This is an optimization exercise on Yosys and OpenROAD, whose aim is small area, not a production implementation.
Only simulation tests tie the RTL to the original design; equivalence was not proved.
Power and IR drop assume default switching activity.

==> flow/design.v (excerpt) <==
module irsar_link_rx (
    input  wire        clk,
    input  wire        rst,           
    input  wire        sym_valid,
    input  wire [9:0]  sym,           
    output wire        pay_valid,
    output wire [7:0]  pay_data,
    output reg  [6:0]  pay_index,
    output wire        hdr_valid,
    output wire [7:0]  hdr_opc,
    output wire [7:0]  hdr_hop,
    output wire [2:0]  hdr_tag,
    output wire        hdr_rsp,
    output wire        hdr_late,
    output wire        hdr_lin,
    output reg  [6:0]  hdr_len,
    output wire        frm_done,
    output wire        frm_ok,
    output wire [2:0]  frm_err,
    output wire [15:0] frm_crc,
    output reg         in_frame,
    output reg         rd_pos,
    output wire [15:0] cnt_ok,
    output wire [15:0] cnt_rej,
    output wire [15:0] cnt_cerr
);
    localparam [15:0] CRC_POLY = 16'hBAAD;
    wire       c_err, c_k, c_k285, c_k277, rd_next;
    wire [7:0] c_data;
    irsar_dec8b10b u_dec (
        .code     (sym),
        .rd_in    (rd_pos),
  ...
Size in the first run: roughly 590 cells after synthesis, roughly 110 flip-flops, about 130 I/O pins, roughly 5300 um^2 of cells after synthesis.
==> module irsar_link_rx, before the edit <==
module irsar_link_rx (
    input  wire        clk,
    input  wire        rst,           
    input  wire        sym_valid,
    input  wire [9:0]  sym,           
    output wire        pay_valid,
    output wire [7:0]  pay_data,
    output reg  [6:0]  pay_index,
    output wire        hdr_valid,
    output wire [7:0]  hdr_opc,
    output wire [7:0]  hdr_hop,
    output wire [2:0]  hdr_tag,
    output wire        hdr_rsp,
    output wire        hdr_late,
    output wire        hdr_lin,
    output reg  [6:0]  hdr_len,
    output wire        frm_done,
    output wire        frm_ok,
    output wire [2:0]  frm_err,
    output wire [15:0] frm_crc,
    output reg         in_frame,
    output reg         rd_pos,
    output wire [15:0] cnt_ok,
    output wire [15:0] cnt_rej,
    output wire [15:0] cnt_cerr
);
    localparam [15:0] CRC_POLY = 16'hBAAD;
    wire       c_err, c_k, c_k285, c_k277, rd_next;
    wire [7:0] c_data;
    irsar_dec8b10b u_dec (
        .code     (sym),
        .rd_in    (rd_pos),
        .code_err (c_err),
        .is_k     (c_k),
        .is_k285  (c_k285),
        .is_k277  (c_k277),
        .data     (c_data),
        .rd_out   (rd_next)
    );
    wire c_k237 = c_k && !c_k285 && !c_k277;
    wire c_dat  = !c_err && !c_k;
    reg [2:0]  st;
    reg        last_v;        
    reg [15:0] crc;
    reg [7:0]  b2, b1, b0;
    assign hdr_opc   = b2;
    assign hdr_hop   = b1;
    assign hdr_tag   = b0[7:5];
    assign hdr_rsp   = b0[4];
    assign hdr_late  = b0[3];
    assign hdr_lin   = b0[2];
    assign pay_data  = b0;
    assign frm_crc   = {b1, b0};
    assign frm_err   = hdr_len[2:0];
    assign frm_ok    = (frm_err == 3'd0);
    assign pay_valid = last_v && in_frame && (st == 3'd6);
    assign hdr_valid = last_v && in_frame && (st == 3'd4);
    assign frm_done  = last_v && !in_frame && st[1];
    reg [15:0] crc_next;
    integer i;
    always @* begin
        crc_next = crc ^ {c_data, 8'h00};
        for (i = 0; i < 8; i = i + 1)
            crc_next = crc_next[15] ? ((crc_next << 1) ^ CRC_POLY) : (crc_next << 1);
    end
    reg  [6:0] idx_inc;
    reg  [7:0] idx_cy;
    integer j;
    always @* begin
        idx_cy[0] = 1'b1;
        for (j = 0; j < 7; j = j + 1) begin
            idx_inc[j]  = pay_index[j] ^ idx_cy[j];
            idx_cy[j+1] = pay_index[j] & idx_cy[j];
        end
    end
    wire       len_bad  = c_data[7] || (c_data[6] && c_data[5] && (c_data[4:0] != 5'd0));    
    wire       s_hdr3   = (st == 3'd3);
    wire       s_pay    = st[2] && !st[0];              
    wire       s_crc2   = (st == 3'd5);
    wire       pay_last = (idx_inc == hdr_len);         
    wire       crc_good = (crc[7:0] == 8'h00) && (c_data == crc[15:8]);
    wire res    = in_frame ? (!c_dat || (s_hdr3 && len_bad) || s_crc2)
                           : (c_k277 && !st[0]);
    wire res_ok = in_frame && c_dat && s_crc2 && crc_good;
    wire [2:0] res_code = {!in_frame || (c_dat && st[2] && !crc_good),
                           in_frame && !c_err && (c_k || s_hdr3),
                           !in_frame || !c_dat};
    irsar_satcnt u_cnt_ok   (.clk(clk), .rst(rst), .inc(sym_valid && res && res_ok),  .q(cnt_ok));
    irsar_satcnt u_cnt_rej  (.clk(clk), .rst(rst), .inc(sym_valid && res && !res_ok), .q(cnt_rej));
    irsar_satcnt u_cnt_cerr (.clk(clk), .rst(rst), .inc(sym_valid && c_err),          .q(cnt_cerr));
    reg       in_frame_n;
    reg [2:0] st_n;
    always @* begin
        in_frame_n = in_frame;
        st_n       = st;
        if (!in_frame) begin
            st_n[1] = res;
            if (c_k277) begin
                in_frame_n = st[0];            
                st_n       = {1'b0, !st[0], 1'b0};
            end else if (!c_k237) begin
                st_n[0] = c_k285;
            end
        end else if (res) begin
            in_frame_n = 1'b0;
            st_n       = {2'b01, c_k285};
        end else if (s_pay) begin
            st_n = pay_last ? 3'd5 : 3'd6;
        end else begin
            st_n = st + 3'd1;
        end
    end
    always @(posedge clk) begin
        if (rst) begin
            in_frame <= 1'b0;
            st[0]    <= 1'b0;
            rd_pos   <= 1'b0;
            last_v   <= 1'b0;
        end else begin
            last_v <= sym_valid;
            if (sym_valid) begin
                rd_pos   <= rd_next;
                in_frame <= in_frame_n;
                st[0]    <= st_n[0];
            end
        end
    end
    always @(posedge clk) begin
        if (sym_valid)
            st[2:1] <= st_n[2:1];
        if (!in_frame)
            crc <= 16'hFFFF;
        else if (sym_valid)
            crc <= crc_next;
        if (!in_frame)
            pay_index <= 7'h7F;
        else if (sym_valid && s_pay)
            pay_index <= idx_inc;
        if (sym_valid && res)
            hdr_len[2:0] <= res_code;
        else if (sym_valid && s_hdr3)
            hdr_len[2:0] <= c_data[2:0];
        if (sym_valid && s_hdr3)
            hdr_len[6:3] <= c_data[6:3];
        if (sym_valid && !s_hdr3) begin
            b2 <= b1;
            b1 <= b0;
            b0 <= c_data;
        end
    end
endmodule
clock: 8.0 ns
lec_check: 0
cap_margin: 20
core_margin: 2
core_utilization: 40
gpl_timing_driven: 0
slew_margin: 20
buffer_ports_args: -buffer_cell sky130_fd_sc_hd__buf_1
cts_args: -sink_clustering_enable -repair_clock_nets -dont_use_dummy_load -buf_list sky130_fd_sc_hd__clkbuf_8 -sink_clustering_size 24 -sink_clustering_max_diameter 60
remove_abc_buffers: 1
standard.sh (not shown) runs the stock make flow with config.mk's settings and CLKGATE_MAP_FILE= SYNTH_SCRIPT=/design/flow/synth_recipe.tcl, a recipe that flattens the netlist after the stock synthesis.
==> flow/flow/run.sh <==
#!/bin/bash
# Layout flow: the standard ORFS flow (standard.sh) with three changes that only make
# the layout smaller:
#  - synthesis is the standard flow's own script with an area-oriented ABC mapping script (area.abc)
#    in place of ORFS's delay-oriented one; registers come out as in the standard synthesis
#  - the port buffers are the smallest buffer cell (each output drives a fixed 0.01 pF)
#  - extra ORFS settings from extra.mk, if present
set -euo pipefail
here=$(pwd)
export AREA_ABC_SCRIPT=$here/flow/area.abc
export FLOW_SYNTH_TCL=$here/synth_recipe.tcl
cat >> config.mk <<'CFG'
export BUFFER_PORTS_ARGS = -buffer_cell sky130_fd_sc_hd__buf_1
CFG
if [[ -f flow/extra.mk ]]; then cat flow/extra.mk >> config.mk; fi
bash standard.sh SYNTH_SCRIPT=$here/flow/area_synth.tcl finish > standard_flow.log 2>&1
Other scripts of this flow, unchanged in this note and not shown: flow/flow/area.abc, flow/flow/area_synth.tcl, flow/flow/extra.mk
Next try:
--- a/flow/design.v
+++ b/flow/design.v
@@ -302,15 +302,15 @@
     reg [2:0]  st;
     reg        last_v;        
     reg [15:0] crc;
-    reg [7:0]  b2, b1, b0;
-    assign hdr_opc   = b2;
-    assign hdr_hop   = b1;
-    assign hdr_tag   = b0[7:5];
-    assign hdr_rsp   = b0[4];
-    assign hdr_late  = b0[3];
-    assign hdr_lin   = b0[2];
-    assign pay_data  = b0;
-    assign frm_crc   = {b1, b0};
+    reg [7:0]  byte_a, byte_b;
+    assign hdr_opc   = byte_a;
+    assign hdr_hop   = byte_b;
+    assign hdr_tag   = pay_index[5:3];
+    assign hdr_rsp   = pay_index[2];
+    assign hdr_late  = pay_index[1];
+    assign hdr_lin   = pay_index[0];
+    assign pay_data  = byte_b;
+    assign frm_crc   = {byte_a, byte_b};
     assign frm_err   = hdr_len[2:0];
     assign frm_ok    = (frm_err == 3'd0);
     assign pay_valid = last_v && in_frame && (st == 3'd6);
@@ -334,10 +334,14 @@
         end
     end
     wire       len_bad  = c_data[7] || (c_data[6] && c_data[5] && (c_data[4:0] != 5'd0));    
+    wire       s_hdr0   = (st == 3'd0);
+    wire       s_hdr1   = (st == 3'd1);
+    wire       s_hdr2   = (st == 3'd2);
     wire       s_hdr3   = (st == 3'd3);
     wire       s_pay    = st[2] && !st[0];              
     wire       s_crc2   = (st == 3'd5);
-    wire       pay_last = (idx_inc == hdr_len);         
+    wire [6:0] idx_next = st[1] ? idx_inc : 7'd0;       
+    wire       pay_last = (idx_next == hdr_len);        
     wire       crc_good = (crc[7:0] == 8'h00) && (c_data == crc[15:8]);
     wire res    = in_frame ? (!c_dat || (s_hdr3 && len_bad) || s_crc2)
                            : (c_k277 && !st[0]);
@@ -392,21 +396,20 @@
             crc <= 16'hFFFF;
         else if (sym_valid)
             crc <= crc_next;
-        if (!in_frame)
-            pay_index <= 7'h7F;
+        if (sym_valid && s_hdr2)
+            pay_index <= {1'b0, c_data[7:2]};
         else if (sym_valid && s_pay)
-            pay_index <= idx_inc;
+            pay_index <= idx_next;
         if (sym_valid && res)
             hdr_len[2:0] <= res_code;
         else if (sym_valid && s_hdr3)
             hdr_len[2:0] <= c_data[2:0];
         if (sym_valid && s_hdr3)
             hdr_len[6:3] <= c_data[6:3];
-        if (sym_valid && !s_hdr3) begin
-            b2 <= b1;
-            b1 <= b0;
-            b0 <= c_data;
-        end
+        if (sym_valid && (s_hdr0 || (s_pay && pay_last)))
+            byte_a <= c_data;
+        if (sym_valid && (s_hdr1 || st[2]))
+            byte_b <= c_data;
     end
 endmodule
 module irsar_satcnt (
The changed run completed without violations.
Final area is lower by 2.9%.
Routed wire length is higher by 0.55%.
Utilization stays flat.
Via count is lower by 3.4%.
Sequential cell count is lower by 8.
Combinational power is lower by about 2%.
Clock-buffer cell count stays the same.
Worst setup slack degrades by 0.14 ns.
Sequential share of layout area is lower by 1.9 points.
Power is lower by 5.1%.
Non-clock buffer count is lower by 1.

==> separate check: timing with driven ports <==
Ports are ideal in the flow. The routed layouts listed here were re-timed in OpenROAD.
Step 1: set_driving_cell puts a clkbuf_16 on clk and a buf_2 on each other input, an assumption about the parent block.
Step 2 moves the port delays by t, midway between the first and last clock arrival at a register: inputs arrive t later, outputs are due t later. That takes back most of the time a late clock gives input paths.
Three values: no drivers, after step 1, after step 2; two values: the first two.
run	shift t [ns]	slack for setup (ns)	cell pins on the clock port's net
the first run	0.399	0.706 / 0.717 / 0.318	1
the second run	0.402	0.566 / 0.578 / 0.176	1
After both steps setup and hold are still met in every run listed. For the second run, which loses most, drivers alone change the setup slack by +0.012 ns; drivers and shift together by -0.390 ns.
